Source: an optimization exercise on an open RTL-to-GDS flow (aim: small area, a short achievable clock period and few clock cycles). Production flows keep margins and buffers that such runs may drop. In this exercise RTL edits were held to simulation tests only and were not proved equivalent to the original.

==> nickel <==
## loop_sample_unit
module loop_sample_unit (
    input  wire        clk,
    input  wire        rst,
    input  wire        start,
    input  wire        first,
    input  wire        restart,
    input  wire [31:0] pv_raw,
    input  wire [31:0] target,
    output wire        ready,
    output reg         done,
    output reg  [31:0] out_val,
    output reg         limited,
    output reg  [4:0]  sat_cnt,
    output reg         mem_re,
    output reg  [6:0]  mem_raddr,
    input  wire [31:0] mem_rdata,
    output reg         mem_we,
    output reg  [6:0]  mem_waddr,
    output reg  [31:0] mem_wdata
);
Settings: LEC_CHECK=0, CAP_MARGIN=20, CORE_MARGIN=2, CORE_UTILIZATION=40, PLACE_DENSITY=0.6, SLEW_MARGIN=20; clock period 25.0 ns.
standard.sh (not shown) runs the stock make flow with config.mk's settings and CLKGATE_MAP_FILE= SYNTH_SCRIPT=/design/flow/synth_recipe.tcl, a recipe that flattens the netlist after the stock synthesis.
==> flow/flow/run.sh <==
#!/bin/bash
# Layout flow: the standard synthesis and layout (standard.sh), with timing
# repair aimed below the design's period (a setup margin; the constraints and
# the period are the standard flow's own) and port buffers that drive their pins quickly.
# Each step's full output goes to a log file of its own in the work folder.
set -euo pipefail
bash standard.sh synth > synth.log 2>&1
bash standard.sh SETUP_SLACK_MARGIN=18.8 \
    "BUFFER_PORTS_ARGS=-buffer_cell sky130_fd_sc_hd__buf_2" \
    finish > layout.log 2>&1
==> willow (differences from nickel) <==
--- a/flow/design.v
+++ b/flow/design.v
@@ -26,15 +26,15 @@
     localparam [4:0] T_NONE = 5'd0,  T_INGAIN = 5'd1,  T_INOFS = 5'd2,  T_MASK = 5'd3,
                      T_TREF = 5'd4,  T_SPDB   = 5'd5,  T_MODE  = 5'd6,  T_W    = 5'd7,
                      T_RAMP = 5'd8,  T_AS1L   = 5'd9,  T_AS1H  = 5'd10, T_AB0  = 5'd11,
                      T_RLIM = 5'd12, T_UMIN   = 5'd13, T_UMAX  = 5'd14, T_ULAST = 5'd15,
                      T_BS2L = 5'd16, T_BS2H   = 5'd17, T_BB1   = 5'd18, T_BA1  = 5'd19,
                      T_BS1L = 5'd21, T_BS1H = 5'd22, T_BB2  = 5'd23,
                      T_BA2  = 5'd24, T_OUTG   = 5'd25, T_BUB1  = 5'd26, T_BUB2 = 5'd27,
-                     T_RS1L = 5'd28, T_RS1H   = 5'd29, T_RB0   = 5'd30;
+                     T_RS1L = 5'd28, T_RS1H   = 5'd29, T_RB0   = 5'd30, T_BUB3 = 5'd31;
     localparam [2:0] O_NONE = 3'd0, O_PV = 3'd1, O_Y = 3'd2, O_N1 = 3'd3,
                      O_N1V = 3'd4, O_N2 = 3'd5, O_OUT = 3'd6, O_YR = 3'd7;
     localparam [1:0] P_IDLE = 2'd0, P_RUN = 2'd1, P_WAIT = 2'd2;
     localparam signed [65:0] SLIM_P = 66'sh0_0FFF_FFFF_E000_0000;
     localparam signed [65:0] SLIM_N = -66'sh0_0FFF_FFFF_E000_0000;
     function [6:0] sec_base;
         input [2:0] j;
@@ -97,16 +97,17 @@
     reg        first_q, restart_q;
     reg [31:0] rd0, rd1, rd2, rd3;
     reg        ru_ul, ru_spdb, ru_ramp, ru_w;
     reg        wsel_q;
     reg  [31:0] mode_q;
     wire       sp_now = ru_ramp || (ru_w && !mode_q[26]);
     reg        sp_nowd, sp_nowdd;
+    reg        cl_s2;                    
     reg        dpos, dneg;
-    wire       dnz = dpos | dneg;
+    wire       dnz;
     wire [7:0] remA_e = (tag0 == T_MASK) ? rd0[7:0] : remA;
     wire [2:0] jA = lowest(remA_e);
     wire [2:0] jB = lowest(remB);
     wire [6:0] baseA = sec_base(jA);
     wire [6:0] baseB = sec_base(jB);
     reg  [6:0] nx_addr;
     reg  [4:0] nx_tag;
@@ -153,15 +154,16 @@
                 end else if (rtag != T_BA2) begin
                     nx_re = 1'b0; nx_tag = T_BUB1;       
                 end else begin
                     nx_addr = W_OUT_GAIN; nx_tag = T_OUTG;
                 end
             end
             T_BUB1:  begin nx_re = 1'b0; nx_tag = T_BUB2; end
-            T_BUB2:  begin nx_addr = W_OUT_GAIN; nx_tag = T_OUTG; end
+            T_BUB2:  begin nx_re = 1'b0; nx_tag = T_BUB3; end
+            T_BUB3:  begin nx_addr = W_OUT_GAIN; nx_tag = T_OUTG; end
             T_RS1L:  begin nx_addr = baseB + 7'd7; nx_tag = T_RS1H; end
             T_RS1H:  begin nx_addr = baseB;        nx_tag = T_RB0;  end
             T_RB0:   begin nx_addr = baseB + 7'd8; nx_tag = T_BS2L; end
             T_BS2L:  begin nx_addr = baseB + 7'd9; nx_tag = T_BS2H; end
             T_BS2H:  begin nx_addr = baseB + 7'd1; nx_tag = T_BB1;  end
             T_BB1:   begin nx_addr = baseB + 7'd3; nx_tag = T_BA1; end
             T_BA1:   begin
@@ -193,26 +195,28 @@
             tag1      <= T_NONE;
             tag0      <= T_NONE;
             tagd      <= T_NONE;
             ru_ramp   <= 1'b0;
             ru_w      <= 1'b0;
             sp_nowd   <= 1'b0;
             sp_nowdd  <= 1'b0;
+            cl_s2     <= 1'b0;
         end else begin
             done      <= 1'b0;
             mem_re    <= nx_re;
             mem_raddr <= nx_addr;
             rtag      <= nx_tag;
             tag1      <= (phase == P_IDLE && accept) ? T_INGAIN : rtag;
             tag0      <= tag1;
             tagd      <= tag0;
             ru_ramp   <= (tag1 == T_RAMP);
             ru_w      <= (tag1 == T_W);
             sp_nowd   <= sp_now;
             sp_nowdd  <= sp_nowd;
+            cl_s2     <= (tagd == T_ULAST);
             case (phase)
                 P_IDLE: if (accept) begin
                     phase   <= P_RUN;
                     ready_q <= 1'b0;
                 end
                 P_RUN: if (rtag == T_OUTG) begin
                     phase <= P_WAIT;
@@ -364,50 +368,53 @@
     wire        [31:0] ru_res  = ru_gt ? ru_bpl : ru_lt ? ru_bml : ru_tgt;
     wire               exceed  = ru_gt | ru_lt;
     wire        [31:0] w0       = wsel_q ? pv_q : rd1;
     wire               ramping0 = wsel_q ? (ru_lim != 32'd0) : mode_q[26];
     wire        [31:0] sp_w1    = first_q ? w0 : ramping0 ? ru_res : t_q;
     wire               sp_rnew  = first_q ? ramping0 : (ramping0 & (ru_gt | ru_lt));
     reg                rz_q;
-    wire signed [31:0] cl_max = rz_q ? rd1 : rd2;
-    wire signed [31:0] cl_min = rz_q ? rd2 : rd3;
     wire        [31:0] sb_a  = sp_nowd ? diff_q[31:0] : xc;
     wire        [31:0] sb_b  = sp_nowd ? pv_q : rd0;
     wire signed [32:0] x0_v;
     wire               x0_co;
     lsu_add33 x0sub (.a({sb_a[31], sb_a}), .b(~{sb_b[31], sb_b}), .cin(1'b1), .s(x0_v), .cout(x0_co));
     wire        [31:0] x0    = (!diff_q[32] & diff_q[31]) ? 32'h7FFF_FFFF :
                                (diff_q[32] & !diff_q[31]) ? 32'h8000_0000 : diff_q[31:0];
     reg         rlgt_q, rllt_q, lim_q;
-    wire               cl_now = (tagd == T_UMAX && rz_q) || (tagd == T_ULAST);
+    wire               cl_rz  = (tagd == T_UMAX) && rz_q;
+    wire               cl_s1  = (tagd == T_ULAST);
+    wire               cl_now = cl_rz | cl_s2;
     reg                xmx_gt, xmx_lt, xmn_gt, xmn_lt, cmm_q;
+    reg                blo_q, bhi_q, eqx_q;
     wire signed [31:0] xc_s   = xc;
     wire signed [31:0] rd1_s  = rd1;
     wire signed [31:0] rd0_s  = rd0;
     wire signed [32:0] cd_mx  = x0_v;
     wire signed [32:0] cd_mn;
     wire               cd_co;
     lsu_add33 cdsub (.a({xc_s[31], xc_s}), .b(~{rd1_s[31], rd1_s}), .cin(1'b1), .s(cd_mn), .cout(cd_co));
     wire        [32:0] mm_d;
     wire               mm_co;
     lsu_add33 mmsub (.a({rd0[31], rd0}), .b(~{rd1[31], rd1}), .cin(1'b1), .s(mm_d), .cout(mm_co));
-    wire signed [31:0] cl_ur  = rz_q ? xc : diff_q[31:0];
     wire        [32:0] cb_lo, cb_hi;
     wire               cb_lco, cb_hco;
     lsu_add33 cblo (.a({diff_q[31], diff_q[31:0]}), .b(~{rd3[31], rd3}), .cin(1'b1), .s(cb_lo), .cout(cb_lco));
     lsu_add33 cbhi (.a({rd2[31], rd2}), .b(~{diff_q[31], diff_q[31:0]}), .cin(1'b1), .s(cb_hi), .cout(cb_hco));
-    wire               cl_blo = rz_q ? xmn_lt : cb_lo[32];
-    wire               cl_bhi = rz_q ? xmx_gt : cb_hi[32];
-    wire               cl_eqx = rz_q ? !(xmx_gt | xmx_lt) : (diff_q[31:0] == rd2);
+    wire        [31:0] cl_mx1 = cb_lo[32] ? rd3 : diff_q[31:0];    
+    wire               cl_blo = rz_q ? xmn_lt : blo_q;
+    wire               cl_bhi = rz_q ? xmx_gt : bhi_q;
+    wire               cl_eqx = rz_q ? !(xmx_gt | xmx_lt) : eqx_q;
     wire               cl_tmx = cl_blo ? cmm_q : cl_bhi;           
     wire               cl_tmn = cl_blo & !cmm_q;                    
-    wire        [31:0] cl_u   = cl_tmx ? cl_max : cl_tmn ? cl_min : cl_ur;
+    wire        [31:0] cl_u   = rz_q ? (cl_tmx ? rd1 : cl_tmn ? rd2 : xc) :
+                                       (cl_tmx ? rd3 : diff_q[31:0]);
     wire               cl_flg = cl_tmx ? !cl_eqx : cl_tmn;
     wire               cl_dp  = cl_tmx ? xmx_gt : cl_tmn ? xmn_gt : (!rz_q & rlgt_q);
     wire               cl_dn  = cl_tmx ? xmx_lt : cl_tmn ? xmn_lt : (!rz_q & rllt_q);
+    assign dnz = cl_s2 ? (cl_dp | cl_dn) : (dpos | dneg);
     always @(posedge clk) begin
         limited <= lim_q;
         sat_cnt <= satc;
     end
     reg [31:0] fifo0, fifo1, fifo2, fifo3;
     reg [31:0] fifo_rd;
     wire       fifo_y  = (tag1 == T_BA1) || (tag1 == T_BA2);
@@ -448,22 +455,23 @@
     wire        dq_n   = (m2op == O_N1) || (m2op == O_N1V) || (m2op == O_N2);
     wire        dq_lim = ru_ul | (sp_now & !first_q & ramping0);   
     wire        dq_w0  = sp_now & first_q;
     wire        dq_t   = sp_now & !first_q & !ramping0;
     wire        dq_bpl = dq_lim & ru_gt;
     wire        dq_bml = dq_lim & !ru_gt & ru_lt;
     wire        dq_tgt = (dq_lim & !ru_gt & !ru_lt) | dq_t;
-    wire        dq_any = dq_pv | dq_n | sp_now | ru_ul | sp_nowd;
+    wire        dq_any = dq_pv | dq_n | sp_now | ru_ul | sp_nowd | cl_s1;
     wire [31:0] dq_32  = ({32{dq_w0}}  & w0) |
                          ({32{dq_bpl}} & ru_bpl) |
                          ({32{dq_bml}} & ru_bml) |
                          ({32{dq_tgt}} & ru_tgt);
     wire [34:0] dq_d   = ({35{dq_pv}}   & m2_rnd) |
                          ({35{dq_n}}    & {3'd0, m2_n[63:32]}) |
                          ({35{sp_nowd}} & {{2{x0_v[32]}}, x0_v}) |
+                         ({35{cl_s1}}   & {3'd0, cl_mx1}) |
                          {{3{dq_32[31]}}, dq_32};
     always @(posedge clk) begin
         if (mb_ld)
             {bng, btwo, bone} <= booth_enc(mb_n, mb_neg);
         ru_ul   <= (tag1 == T_ULAST);
         ru_spdb <= (tag1 == T_SPDB);
         if (dq_any)
@@ -510,14 +518,19 @@
             xmn_lt <= cd_mn[32];
             cmm_q  <= mm_d[32];
         end
         if (tag0 == T_ULAST) begin
             rlgt_q <= ru_gt;
             rllt_q <= ru_lt;
         end
+        if (cl_s1) begin
+            blo_q <= cb_lo[32];
+            bhi_q <= cb_hi[32];
+            eqx_q <= (diff_q[31:0] == rd2);
+        end
         if (cl_now) begin
             lim_q <= cl_flg | (!rz_q & (rlgt_q | rllt_q));
             dpos  <= cl_dp;
             dneg  <= cl_dn;
         end
         out_val <= t_q;
         if (tag1 == T_INGAIN)
==> flow/flow/run.sh (replaced) <==
#!/bin/bash
# Layout flow: the standard synthesis and layout (standard.sh), with timing
# repair aimed below the design's period (a setup margin; the constraints and
# the period are the standard flow's own) and port buffers that drive their pins quickly.
# Each step's full output goes to a log file of its own in the work folder.
set -euo pipefail
bash standard.sh synth > synth.log 2>&1
bash standard.sh SETUP_SLACK_MARGIN=18.6 \
    "BUFFER_PORTS_ARGS=-buffer_cell sky130_fd_sc_hd__buf_2" \
    finish > layout.log 2>&1
==> yarrow (differences from nickel) <==
==> flow/flow/run.sh (replaced) <==
#!/bin/bash
# Layout flow: the standard synthesis and layout (standard.sh), with timing
# repair aimed below the design's period (a setup margin; the constraints and
# the period are the standard flow's own), port buffers that drive their pins quickly, and
# a denser global placement. Each step's full output goes to a log file of its
# own in the work folder.
set -euo pipefail
bash standard.sh synth > synth.log 2>&1
bash standard.sh SETUP_SLACK_MARGIN=18.6 \
    "BUFFER_PORTS_ARGS=-buffer_cell sky130_fd_sc_hd__buf_2" \
    PLACE_DENSITY=0.7 \
    finish > layout.log 2>&1
==> indigo (differences from nickel) <==
==> flow/flow/run.sh (replaced) <==
#!/bin/bash
# Layout flow: the standard synthesis and layout (standard.sh), with timing
# repair aimed below the design's period (a setup margin; the constraints and
# the period are the standard flow's own) and port buffers that drive their pins quickly.
# Each step's full output goes to a log file of its own in the work folder.
set -euo pipefail
bash standard.sh synth > synth.log 2>&1
bash standard.sh SETUP_SLACK_MARGIN=18.4 \
    "BUFFER_PORTS_ARGS=-buffer_cell sky130_fd_sc_hd__buf_2" \
    finish > layout.log 2>&1
==> notes <==
indigo produced a clean layout. yarrow went through all stages and came out clean. willow finished with capacitance limit, slew limit left. nickel passed the timing, design-rule and antenna checks. Against yarrow, the via count of nickel is smaller by 2.2%. The highest worst hold slack belongs to willow, the lowest to indigo. Global-route usage: yarrow is higher than indigo (0.29 points). Between yarrow and nickel, the lower final area is in yarrow (gap about 0.7%, measured against nickel). Non-clock buffer count, lowest first: indigo, willow, nickel, yarrow. The highest utilization belongs to nickel, the lowest to indigo. The lowest register-to-register slack belongs to indigo, the highest to willow. Synthesized area is the same in nickel and indigo. Of yarrow and nickel, yarrow has the higher final cell count (gap about 0.25%, measured against nickel).
==> figures <==
quantity	willow	nickel	yarrow	indigo
Run status	failed layout checks	timing/DRC/antenna clean	timing/DRC/antenna clean	timing/DRC/antenna clean
Violated checks	capacitance limit, slew limit	-	-	-
Routed wire length on met2	182,000 um	179,000 um	173,000 um	178,000 um
Clock Latency Late Sink	0.82 ns	0.83 ns	0.84 ns	0.81 ns
WP data required	20.00 ns	25.51 ns	20.00 ns	25.49 ns
Hold_ws	0.326 ns	0.322 ns	0.324 ns	0.322 ns
Worst hold endpoint	yord[1]	yord[1]	ord1[3]	yord[1]
CTS clock-pin slew for the worst setup and hold paths	0.06 ns	0.07 ns	0.07 ns	0.07 ns
Synthesized netlist net count	9,957	9,842	9,842	9,842
Vias per inst	6.47	6.53	6.66	6.51
Buffers outside the clock class	526	543	565	522
Number of clock buffer instances in the layout	146	146	136	146
Number of sinks driven by the clock tree	821	817	817	817
Parity-gate share of the synthesized area counting xor and xnor cells	8.24%	8.60%	8.60%	8.60%
Slew Limit Headroom	-18.2%	10.5%	5.03%	9.88%
Chip Width	453 um	449 um	449 um	449 um
HPWL Detailed	321,000 um	317,000 um	319,000 um	317,000 um
Worst endpoint data arrival time	1.42 ns	6.96 ns	1.43 ns	7.22 ns
Num rows	164	163	163	163
FMAX	0.156 GHz	0.155 GHz	0.155 GHz	0.149 GHz
Total routed wirelength	429,000 um	432,000 um	435,000 um	430,000 um
Share of final layout cell area taken by non-clock buffers	4.07%	4.83%	4.52%	4.13%
Setup repair bufs after CTS	6	11	5	4
Testbench counts of nickel, summed over its fixed seeds: cycles 13,377.
Testbench counts of willow, summed over its fixed seeds: cycles 13,377.
Testbench counts of yarrow, summed over its fixed seeds: cycles 13,377.
Testbench counts of indigo, summed over its fixed seeds: cycles 13,377.

==> afterwards: timing with drivers on the ports <==
The flow's constraints put no driver on any port. The routed layouts listed below were extracted and timed again, unchanged, in two steps.
Step 1 assumes that a clkbuf_16 drives the clock port and a buf_2 every other input.
Step 2, shift: input delay + t, output delay - t, t = (earliest + latest rising clock arrival at the registers) / 2. This alone moves slack from input paths to output paths.
Three values: no drivers, after step 1, after step 2; two values: the first two.
run	t (ns)	setup slack, ns	clock arrival spread, ns	worst slew at a driven data input, ns	cell pins on the clock port's net
nickel	0.881	18.552 / 18.464 / 18.238	0.092 / 0.091	0.14	1
willow	0.877	18.584 / 18.488 / 18.074	0.070 / 0.071	0.17	1
yarrow	0.875	18.567 / 18.483 / 17.891	0.112 / 0.111	0.12	1
indigo	0.855	18.277 / 18.250 / 17.987	0.093 / 0.093	0.13	1
The setup slack of yarrow, which loses most, moves by -0.084 ns with the drivers and by -0.676 ns with both steps.
